This design comes from an exercise in tuning for small area, a short achievable clock period and few clock cycles per item on the open sky130 flow, not from production work. Only simulation tests tie the RTL to the original design; equivalence was not proved.

## v6
## crc_unit
module crc_unit (
    input  wire        clk,
    input  wire        rst,
    input  wire        wr_valid,
    output wire        wr_ready,
    input  wire [3:0]  wr_addr,
    input  wire [31:0] wr_data,
    output wire        idle,
    output reg  [31:0] crc_state,
    output wire [31:0] crc_result,
    output reg  [31:0] count,
    output reg         match,
    output reg         mismatch,
    output reg         feed_err,
    output reg  [2:0]  err_code,
    output reg  [15:0] cnt_mismatch
);
make LEC_CHECK=0 CAP_MARGIN=20 CORE_MARGIN=2 CORE_UTILIZATION=40 CTS_BUF_LIST=sky130_fd_sc_hd__clkbuf_4 SETUP_SLACK_MARGIN=4 SLEW_MARGIN=20 SYNTH_HIERARCHICAL=1 SYNTH_MINIMUM_KEEP_SIZE=0 finish   # period 8.0 ns
run.sh (not shown) runs the stock make flow with config.mk's settings and CLKGATE_MAP_FILE= SYNTH_SCRIPT=/design/flow/synth_recipe.tcl, a recipe that flattens the netlist after the stock synthesis.
v6 completed end to end with timing, DRC and antenna clean.
Testbench counts of v6, summed over its fixed seeds: cycles 29,665, bytes 64,883.
## Diff of input files: v7 against v6
--- a/flow/design.v
+++ b/flow/design.v
@@ -55,42 +55,30 @@
     wire sel2  = wr_data[1];
     wire ctxb  = wr_data[3];
     wire        e_m0   = ~(e_m1 | e_m2 | e_m4);
     wire [31:0] c_post = ({32{e_m0}} & crc_state) |
                          ({32{e_m2}} & {16'd0, crc_state[31:16]}) |
                          ({32{e_m1}} & {8'd0, crc_state[31:8]});
     wire [31:0] pe     = c_post ^ 32'hAAAA_AAAA;
     wire        ovr   = rst || s_inv1 || s_inv2 || (acc && (start || a_st));
     wire [31:0] ovr_v = (acc && a_st && !rst) ? wr_data : 32'hFFFF_FFFF;
-    wire        ld_feed = acc && feed;
-    wire        al4 = !rst && ((ld_feed && a_fw) || s_ctx);
-    wire        al2 = !rst && ld_feed && a_fh;
-    wire        al1 = !rst && ld_feed && a_fb;
-    reg  [31:0] ud;
-    always @(*) begin
-        if (rst)
-            ud = 32'd0;
-        else if (ld_feed)
-            ud = a_fb ? {wr_data[7:0], 24'd0} :
-                 a_fh ? {wr_data[15:0], 16'd0} : wr_data;
-        else if ((acc && start && sel2) || s_inv1)
-            ud = {poly_reg[30:0], 1'b1};
-        else if ((acc && start && ctxb) || (s_inv2 && ctx_go))
-            ud = ~ctx_lo;                        
-        else if (s_ctx)
-            ud = ctx_hi;
-        else
-            ud = 32'd0;
-    end
-    wire [31:0] e4 = pe ^ ud;
-    wire [31:0] e2 = {pe[15:0], 16'd0} ^ ud;
-    wire [31:0] e1 = {pe[7:0], 24'd0} ^ ud;
-    wire [31:0] eu = al4 ? e4 : al2 ? e2 : al1 ? e1 : ud;
+    wire        alw = !rst && acc && a_fw;
+    wire        al4 = alw || (!rst && s_ctx);
+    wire        al2 = !rst && acc && a_fh && !hi_b;
+    wire        al1 = !rst && acc && a_fb && !hi_b && !mid_b;
+    wire        ld_pv = !rst && ((acc && start && sel2) || s_inv1);
+    wire        ld_cl = !rst && ((acc && start && ctxb && !sel2) || (s_inv2 && ctx_go));
+    wire [31:0] eu = ({32{alw}} & (pe ^ wr_data)) |
+                     ({32{!rst && s_ctx}} & (pe ^ ctx_hi)) |
+                     ({32{al2}} & {pe[15:0] ^ wr_data[15:0], 16'd0}) |
+                     ({32{al1}} & {pe[7:0] ^ wr_data[7:0], 24'd0}) |
+                     ({32{ld_pv}} & {poly_reg[30:0], 1'b1}) |
+                     ({32{ld_cl}} & ~ctx_lo);               
     wire        novr = ~ovr;
     wire [31:0] ec = ovr ? ovr_v : pe;
     wire [31:0] q;
     wire [31:0] qb;      
     wire [31:0] lr;
     wire [31:0] crc_d;
     wire [31:0] u_d;
     assign q[0] = u[0];
     wire a_1;
### Flow results
Compared with v6, v7 shows routed length per instance higher by 1.9%.
The storage element area of v7 exceeds that of v6 by 31 µm².
Against v6, clock skew in v7 came out better.
Status: required time of the worst setup path parity (v6, v7)
Of v6 and v7, the higher stage delay of the slowest cell on the critical path belongs to v6.
v7 ends up with lower die span in y than v6 does.
v7 completed end to end with timing, DRC and antenna clean.
Testbench counts of v7, summed over its fixed seeds: cycles 29,665, bytes 64,883.

[afterwards: timing with drivers on the ports]
The results above use ideal ports. As a check the final layouts listed here were re-extracted and re-timed, cells and wires unchanged.
Step 1, drivers: a clkbuf_16 drives clk and a buf_2 each remaining input, both assumed.
Step 2 also shifts input and output timing later by t, the mid clock arrival at the registers, as if the neighbouring blocks saw the same clock.
a / b / c = ideal ports / drivers / drivers and shift; a / b = the first two.
run	t (ns)	slack for setup (ns)	worst hold slack (ns)	worst slew at a driven data input, ns
v6	0.853	4.059 / 4.072 / 3.229	0.448 / 0.448 / 0.448	0.06
v7	0.833	3.960 / 3.960 / 3.181	0.450 / 0.450 / 0.450	0.06
After both steps setup and hold are still met in every run listed. For v6, which loses most, drivers alone change the setup slack by +0.013 ns; drivers and shift together by -0.830 ns.
